Background: an optimization exercise with open tools, aiming at small area, a short achievable clock period and few clock cycles. Do not read the settings as production practice. RTL that was checked went through simulation tests only; none was proved equivalent to the original. No activity file was given, so power comes from the tool's default toggle rates.

== v6 ==
==> flow/design.v <==
`timescale 1ns/1ps
module uc32_alu (
    input  wire        clk,
    input  wire        rst,           
    input  wire        in_valid,
    output wire        in_ready,
    input  wire [10:0] in_fn,
    input  wire [31:0] in_a,
    input  wire [31:0] in_b,
    output reg         out_valid,
    output reg  [31:0] out_result,
    output reg         out_illegal
);
    localparam [1:0] C_SIMPLE = 2'd0;
    localparam [1:0] C_MUL    = 2'd1;
    localparam [1:0] C_DIV    = 2'd2;
    localparam [1:0] C_ILL    = 2'd3;
    localparam [1:0] P_EXEC  = 2'd0;    
    localparam [1:0] P_STEP  = 2'd1;    
    localparam [1:0] P_FINAL = 2'd2;    
    reg  [1:0] in_cls;
    always @(*) begin
        in_cls = C_ILL;
        if (in_fn[10:5] == 6'd0) begin
            if (in_fn[4] == 1'b0) begin
                if (in_fn[3:0] <= 4'd9) in_cls = C_SIMPLE;
            end else if (in_fn[3] == 1'b0) begin
                if (in_fn[2] == 1'b1)       in_cls = C_DIV;
                else if (in_fn[1:0] != 2'd3) in_cls = C_MUL;
            end
        end
    end
    function automatic [4:0] sigbits(input [31:0] x);
        reg [30:0] y;
        integer i;
        begin
            y = x[30:0] ^ {31{x[31]}};
            sigbits = 5'd0;
            for (i = 0; i < 31; i = i + 1)
                if (y[i]) sigbits = i[4:0] + 5'd1;
        end
    endfunction
    reg         v;            
    reg  [1:0]  cls;
    reg  [4:0]  op;           
    reg  [1:0]  ph;
    reg  [31:0] A;            
    reg  [33:0] B;            
    reg  [4:0]  cA, cB;
    reg         bz;           
    reg  [32:0] acc;          
    reg         mprev;        
    reg         last17;       
    reg         dneg;         
    reg         negr;         
    reg  [5:0]  cnt;          
    reg  [5:0]  sh;           
    wire done_now = v && (((ph == P_EXEC) && (cls == C_SIMPLE || cls == C_ILL)) ||
                          (ph == P_FINAL));
    assign in_ready = !v || done_now;
    wire fire = in_valid && in_ready;
    wire        sub_op = (op[3:0] != 4'd0);
    wire        cmp_sg = (op[3:0] == 4'd8);
    wire [32:0] as_x   = {cmp_sg & A[31], A};
    wire [32:0] as_y   = {cmp_sg & B[31], B[31:0]} ^ {33{sub_op}};
    wire [33:0] as_t   = {as_x, 1'b1} + {as_y, sub_op};
    wire [32:0] as_s   = as_t[33:1];
    reg  [31:0] simple_res;
    always @(*) begin
        case (op[3:0])
            4'd0, 4'd1: simple_res = as_s[31:0];
            4'd2:       simple_res = A & B[31:0];
            4'd3:       simple_res = A | B[31:0];
            4'd4:       simple_res = A ^ B[31:0];
            4'd5, 4'd6, 4'd7: simple_res = fun[31:0];
            default:    simple_res = {31'd0, as_s[32]};
        endcase
    end
    wire mul_sg  = (op[1:0] != 2'd2);           
    wire div_sg  = !op[0];                      
    wire is_rem  = op[1];
    reg  [34:0] xin;
    reg         use_a;        
    reg         a_sx;         
    reg  [2:0]  dig;          
    reg         cin_x;        
    always @(*) begin
        xin   = {{2{acc[32]}}, acc};
        use_a = 1'b0;
        a_sx  = 1'b0;
        dig   = 3'b000;
        cin_x = 1'b0;
        if (cls == C_MUL) begin
            case ({last17 ? 2'b00 : A[1:0], mprev})
                3'b001, 3'b010: dig = 3'b001;
                3'b011:         dig = 3'b010;
                3'b100:         dig = 3'b110;
                3'b101, 3'b110: dig = 3'b101;
                default:        dig = 3'b000;
            endcase
        end else begin
            case (ph)
                P_EXEC: begin             
                    xin   = 35'd0;
                    use_a = 1'b1;
                    a_sx  = div_sg;
                    dig   = (div_sg && A[31]) ? 3'b101 : 3'b001;
                end
                P_STEP: begin             
                    dig   = dneg ? 3'b001 : 3'b101;
                end
                default: begin            
                    if (is_rem) begin
                        xin   = {2'b00, acc} ^ {35{negr}};
                        cin_x = negr;
                    end else begin
                        xin   = 35'd0;
                        use_a = 1'b1;
                        dig   = negr ? 3'b101 : 3'b001;
                    end
                end
            endcase
        end
    end
    wire [33:0] msel = use_a ? {{2{a_sx & A[31]}}, A} : B;
    wire [34:0] mmul = dig[1] ? {msel, 1'b0} : (dig[0] ? {msel[33], msel} : 35'd0);
    wire [34:0] pp   = mmul ^ {35{dig[2]}};
    wire [35:0] sumt = {xin, 1'b1} + {pp, dig[2] | cin_x};
    wire [34:0] sum  = sumt[35:1];
    wire [4:0] ndA = (!mul_sg && A[31])    ? 5'd17 : ({1'b0, cA} + 6'd2) >> 1;
    wire [4:0] ndB = (!mul_sg && B[31])    ? 5'd17 : ({1'b0, cB} + 6'd2) >> 1;
    wire       mA  = ndA < ndB;             
    wire [4:0] nk  = mA ? ndA : ndB;        
    wire [31:0] mcand = mA ? B[31:0] : A;
    wire [31:0] mplr  = mA ? A : B[31:0];
    wire [31:0] prod = fun[31:0];
    wire       dnA  = div_sg && A[31];
    wire       dnB  = div_sg && B[31];
    wire [5:0] nA   = (!div_sg && A[31]) ? 6'd32 : ({1'b0, cA} + {5'd0, dnA});
    wire [5:0] nB   = (!div_sg && B[31]) ? 6'd32 : {1'b0, cB};
    wire [5:0] ds   = (bz || nA < nB) ? 6'd0 : (nA - nB);
    wire [33:0] bext = {{2{dnB}}, B[31:0]};
    wire [33:0] dsh  = fun;
    reg  [65:0] fx;
    reg  [5:0]  fs;
    always @(*) begin
        fx = 66'd0;
        fs = 6'd0;
        case (cls)
            C_MUL: begin
                fs = sh;
                if (op[1:0] == 2'd0) fx = {acc[31:0], A, 2'b00};
                else                 fx = {{32{acc[32]}}, acc[31:0], A[31:30]};
            end
            C_DIV: begin
                fs = 6'd32 - ds;
                fx = {bext, 32'd0};
            end
            default: begin
                case (op[1:0])
                    2'd1:    begin fs = {1'b0, ~B[4:0]}; fx = {3'd0, A, 31'd0}; end
                    2'd2:    begin fs = {1'b0, B[4:0]};  fx = {34'd0, A}; end
                    default: begin fs = {1'b0, B[4:0]};  fx = {{34{A[31]}}, A}; end
                endcase
            end
        endcase
    end
    wire [65:0] fsh = fx >> fs;
    wire [33:0] fun = fsh[33:0];
    always @(posedge clk) begin
        out_valid <= 1'b0;
        if (rst) begin
            v <= 1'b0;
        end else begin
            if (done_now) begin
                out_valid   <= 1'b1;
                out_illegal <= (cls == C_ILL);
                case (cls)
                    C_SIMPLE: out_result <= simple_res;
                    C_MUL:    out_result <= prod;
                    C_DIV:    out_result <= (bz && !is_rem) ? 32'hFFFF_FFFF : sum[31:0];
                    default:  out_result <= 32'd0;
                endcase
            end
            if (fire) begin
                v   <= 1'b1;
                cls <= in_cls;
                op  <= in_fn[4:0];
                ph  <= P_EXEC;
                A   <= in_a;
                B   <= {2'b00, in_b};
                cA  <= sigbits(in_a);
                cB  <= sigbits(in_b);
                bz  <= (in_b == 32'd0);
            end else if (done_now) begin
                v <= 1'b0;
            end else if (v) begin
                case (ph)
                    P_EXEC: begin
                        ph <= P_STEP;
                        if (cls == C_MUL) begin
                            A     <= mplr;
                            B     <= {{2{mul_sg & mcand[31]}}, mcand};
                            last17 <= 1'b0;
                            mprev <= 1'b0;
                            acc   <= 33'd0;
                            cnt   <= {1'b0, nk} - 6'd1;
                            sh    <= 6'd34 - {nk, 1'b0};
                        end else begin
                            acc  <= sum[32:0];
                            A    <= 32'd0;
                            B    <= dsh;
                            dneg <= dnB;
                            negr <= is_rem ? dnA : (dnA ^ dnB);
                            cnt  <= ds;
                        end
                    end
                    P_STEP: begin
                        if (cnt == 6'd0) ph <= P_FINAL;
                        cnt <= cnt - 6'd1;
                        if (cls == C_MUL) begin
                            last17 <= (cnt == 6'd1) && (sh == 6'd0);
                            acc   <= sum[34:2];
                            A     <= {sum[1:0], A[31:2]};    
                            mprev <= A[1];
                        end else begin
                            if (!sum[34]) acc <= sum[32:0];
                            A <= {A[30:0], !sum[34]};
                            B <= {B[33], B[33:1]};
                        end
                    end
                    default: ;
                endcase
            end
        end
    end
endmodule
clock: 8.0 ns
lec_check: 0
cap_margin: 20
core_margin: 2
core_utilization: 40
place_density: 0.6
slew_margin: 20
run.sh (not shown) runs the stock make flow with config.mk's settings and CLKGATE_MAP_FILE= SYNTH_SCRIPT=/design/flow/synth_recipe.tcl, a recipe that flattens the netlist after the stock synthesis.
Here is what was changed in the inputs of v28 compared with v6.
- an added SETUP_SLACK_MARGIN of 4.5
==> comparison <==
v28 finished end to end and its layout was clean on timing, DRC and antenna. The worst setup slack in v28 sits 1.77 ns above the value recorded for v6. Delta (v28 minus v6): register-to-register slack now sits higher, count of buffers not belonging to the clock network in the layout now sits higher, final instance area now sits higher, port buffer count now sits at about the same level, count of mapped cells out of synthesis now sits at about the same level. v28 reports a higher routed wirelength normalized by instance count than v6 does. Global-route met3 utilization | v28 above v6. Reported for v6 and v28, count of clock-buffer cells in the layout turned out identical to the last digit. In terms of register clock-pin slew on the reported worst setup and hold paths, v6 and v28 differ only marginally. The area of combinational cells with multiple inputs reported for v28 is greater than that of v6 by about 19%.
Function was not checked in any run of this note: the RTL went through the layout flow alone.

========
Another version of the RTL of uc32_alu (not shown whole).
Size: about 3400 cells after synthesis, ~170 flip-flops, about 110 I/O pins, about 0.021 mm² of cells after synthesis.
Settings: LEC_CHECK=0, ABC_AREA=1, CAP_MARGIN=20, CORE_MARGIN=2, CORE_UTILIZATION=50, PLACE_DENSITY=0.65, SETUP_SLACK_MARGIN=4.35, SLEW_MARGIN=20; clock period 8.0 ns.
standard.sh (not shown) runs the stock make flow with config.mk's settings and CLKGATE_MAP_FILE= SYNTH_SCRIPT=/design/flow/synth_recipe.tcl, a recipe that flattens the netlist after the stock synthesis.
==> flow/flow/run.sh <==
#!/bin/bash
# The standard layout (standard.sh, unchanged synthesis and steps), with one change:
# the buffers that ORFS puts on every input and output port are sky130_fd_sc_hd__buf_1
# instead of the cell buffer_ports picks by default (a delay buffer, clkdlybuf4s50_1).
# The make output goes to run_make.log; each ORFS step keeps its own log under orfs/logs/.
set -euo pipefail
export BUFFER_PORTS_ARGS="-buffer_cell sky130_fd_sc_hd__buf_1"
bash standard.sh > run_make.log 2>&1
The starting point ran to the end with no violations.
Testbench counts at the start, summed over its fixed seeds: cycles 14,436.
Then changed:
--- a/flow/config.mk
+++ b/flow/config.mk
@@ -11,4 +11,4 @@
 export CORE_UTILIZATION = 50
 export PLACE_DENSITY = 0.65
-export SETUP_SLACK_MARGIN = 4.35
+export SETUP_SLACK_MARGIN = 4.15
 export SLEW_MARGIN = 20
=> The changed run produced a clean layout; worst setup slack is worse by 30 ps; area after synthesis is unchanged; via count went down slightly; worst hold slack is better by 5.2 ps; first-iteration DRC count went down slightly; global-route usage hardly moves; die area is unchanged; combinational power went down by a few percent; clock skew went up by 11 ps; count of clock-buffer cells in the layout went down by 4; cell area went down slightly.
Then changed:
--- a/flow/config.mk
+++ b/flow/config.mk
@@ -11,4 +11,4 @@
 export CORE_UTILIZATION = 50
 export PLACE_DENSITY = 0.65
-export SETUP_SLACK_MARGIN = 4.15
+export SETUP_SLACK_MARGIN = 4.25
 export SLEW_MARGIN = 20
Wire length barely changes.
Final area is higher by 0.73%.
Worst setup slack is better by 42 ps.
Then changed:
--- a/flow/config.mk
+++ b/flow/config.mk
@@ -11,4 +11,4 @@
 export CORE_UTILIZATION = 50
 export PLACE_DENSITY = 0.65
-export SETUP_SLACK_MARGIN = 4.25
+export SETUP_SLACK_MARGIN = 4.0
 export SLEW_MARGIN = 20
Die area does not change; via count went down by 0.41%; count of clock-buffer cells in the layout went down by 4; power went down by 3.8%; sequential power is about the same; cell area went down by 3.2%; hold slack improves by 4.6 ps.
Then changed:
--- a/flow/config.mk
+++ b/flow/config.mk
@@ -11,4 +11,4 @@
 export CORE_UTILIZATION = 50
 export PLACE_DENSITY = 0.65
-export SETUP_SLACK_MARGIN = 4.0
+export SETUP_SLACK_MARGIN = 4.5
 export SLEW_MARGIN = 20
Outcome:
- design area is higher by a little under a tenth
- core utilization is higher by 4.8 points
- total power is higher by roughly a tenth
- clock power is lower slightly
- routed wire length is higher by a few percent
- worst setup slack is better by 260 ps
- final cell count is higher slightly
Then changed:
--- a/flow/config.mk
+++ b/flow/config.mk
@@ -11,4 +11,5 @@
 export CORE_UTILIZATION = 50
 export PLACE_DENSITY = 0.65
-export SETUP_SLACK_MARGIN = 4.5
+export SETUP_SLACK_MARGIN = 4.25
 export SLEW_MARGIN = 20
+export TNS_END_PERCENT = 10
Result: The new run went through all stages and came out clean; final area went down by 5.2%; non-clock buffer count goes down by 36; maximum frequency decreases by 3.7%; count of clock-buffer cells in the layout does not change.

========
before:
Another version of the RTL of uc32_alu (not shown whole).
Size: ~3,400 cells after synthesis, about 170 flip-flops, roughly 110 I/O pins, roughly 22,000 µm² of cells after synthesis.
// uc32_alu
module uc32_alu (
    input  wire        clk,
    input  wire        rst,           
    input  wire        in_valid,
    output wire        in_ready,
    input  wire [10:0] in_fn,
    input  wire [31:0] in_a,
    input  wire [31:0] in_b,
    output reg         out_valid,
    output reg  [31:0] out_result,
    output reg         out_illegal
);
Settings: LEC_CHECK=0, ABC_AREA=1, CAP_MARGIN=20, CORE_MARGIN=2, CORE_UTILIZATION=50, PLACE_DENSITY=0.65, SETUP_SLACK_MARGIN=4.0, SLEW_MARGIN=20; clock period 8.0 ns.
Scripts as last shown in full above: flow/flow/run.sh
before finished all stages; the layout is clean.
> inputs changed (before -> after)
==> flow/run.sh (new file) <==
#!/bin/bash
# synth_recipe.tcl (not shown) runs the flow's synth.tcl, then flattens the netlist and writes it again
# the make line also repeats each setting of config.mk as NAME=value (left out here)
make -C /OpenROAD-flow-scripts/flow DESIGN_CONFIG=/design/flow/config.mk WORK_HOME=/design/flow/orfs CLKGATE_MAP_FILE= SYNTH_SCRIPT=/design/flow/synth_recipe.tcl finish
removed: flow/flow/run.sh
removed: flow/standard.sh
[summary]
As far as final total power is concerned, before and after perform about the same. after and before ended up with nearly the same sequential-to-total area share from yosys stat. after vs before — cell area after placement climbed by a few percent. In after relative to before, vias after detailed routing had gone up slightly. Diff before -> after | largest net degree at the start of global routing | increase of about 2.7%. Summary of after over before: post-place setup slack saw an increase; die height comparable. Of after and before, the run reporting the higher worst setup slack was after.
Function was not checked in any run of this note: the RTL went through the layout flow alone.

========
job 3396:
Another version of the RTL of uc32_alu (not shown whole).
Size in the first run: ~110 I/O pins, about 0.021 sq mm of cells after synthesis.
Settings: LEC_CHECK=0, ABC_AREA=1, CAP_MARGIN=20, CORE_MARGIN=2, CORE_UTILIZATION=50, PLACE_DENSITY=0.65, SETUP_SLACK_MARGIN=4.0, SLEW_MARGIN=20; clock period 8.0 ns.
==> flow/flow/run.sh <==
#!/bin/bash
# The standard layout (standard.sh, unchanged synthesis and steps), with one change:
# the buffers that ORFS puts on every input and output port are sky130_fd_sc_hd__buf_1
# instead of the cell buffer_ports picks by default (a delay buffer, clkdlybuf4s50_1).
# The make output goes to run_make.log; each ORFS step keeps its own log under orfs/logs/.
set -euo pipefail
export BUFFER_PORTS_ARGS="-buffer_cell sky130_fd_sc_hd__buf_1"
bash standard.sh > run_make.log 2>&1
Modified inputs, job 9283 compared to job 3396
# job 3396
export LEC_CHECK = 0
export ABC_AREA = 1
export CAP_MARGIN = 20
export CORE_MARGIN = 2
export CORE_UTILIZATION = 50
export PLACE_DENSITY = 0.65
export SETUP_SLACK_MARGIN = 4.0
export SLEW_MARGIN = 20
create_clock -name core_clock -period 8.0 [get_ports {clk}]
# job 9283
export LEC_CHECK = 0
export ABC_AREA = 1
export CAP_MARGIN = 20
export CORE_MARGIN = 2
export CORE_UTILIZATION = 50
export PLACE_DENSITY = 0.65
export SETUP_SLACK_MARGIN = 4.25
export SLEW_MARGIN = 20
create_clock -name core_clock -period 8.0 [get_ports {clk}]
[summary]
Job 9283 against job 3396: summed instance area of the synthesized netlist flat; post-route clock period utilization went down; required time at the worst-slack endpoint neither gained nor lost much; cell count after placement held steady; final wirelength moved up.
Job 9283 packs its core more tightly than job 3396.
No run of this note included a check of the RTL's function; only the layout flow was run.

## afterwards: timing with drivers on the ports
No port has a modelled driver above. Below, the same layouts with a new extraction and two added sets of constraints.
Step 1 (the two cells are an assumption about what drives the block):
set clk [get_ports {clk}]
set_driving_cell -lib_cell sky130_fd_sc_hd__clkbuf_16 $clk
set_driving_cell -lib_cell sky130_fd_sc_hd__buf_2 [delete_from_list [all_inputs] $clk]
Step 2 also shifts input and output timing later by t, the mid clock arrival at the registers, as if the neighbouring blocks saw the same clock.
Three values: no drivers, after step 1, after step 2; two values: the first two.
run | t, ns | slack for setup (ns) | worst setup path at the end | slew at the worst register clock pin (ns)
v6 | 0.577 | 0.760 / 0.760 / 0.760 | register to register | 0.08 / 0.08
v28 | 0.577 | 2.526 / 2.526 / 2.526 | register to register | 0.10 / 0.10
the first run of note 2 | 0.589 | 4.213 / 4.213 / 3.979 | input to register | 0.08 / 0.08
the second run of note 2 | 0.600 | 4.183 / 4.183 / 3.881 | input to register | 0.11 / 0.11
the third run of note 2 | 0.585 | 4.225 / 4.225 / 3.875 | input to register | 0.08 / 0.08
the fourth run of note 2 | 0.599 | 4.028 / 4.064 / 3.465 | input to register | 0.10 / 0.10
the fifth run of note 2 | 0.589 | 4.288 / 4.288 / 4.154 | input to register | 0.09 / 0.09
the sixth run of note 2 | 0.585 | 4.147 / 4.147 / 3.781 | input to register | 0.08 / 0.08
before | 0.572 | 3.875 / 3.875 / 3.670 | input to register | 0.08 / 0.08
after | 0.588 | 3.925 / 3.925 / 3.795 | input to register | 0.09 / 0.09
job 3396 | 0.581 | 3.919 / 3.919 / 3.919 | register to register | 0.09 / 0.09
job 9283 | 0.570 | 4.114 / 4.114 / 4.043 | input to register | 0.09 / 0.09
After both steps every run listed still meets setup and hold. The setup slack of the fourth run of note 2, which loses most, moves by +0.036 ns with the drivers and by -0.563 ns with both steps.
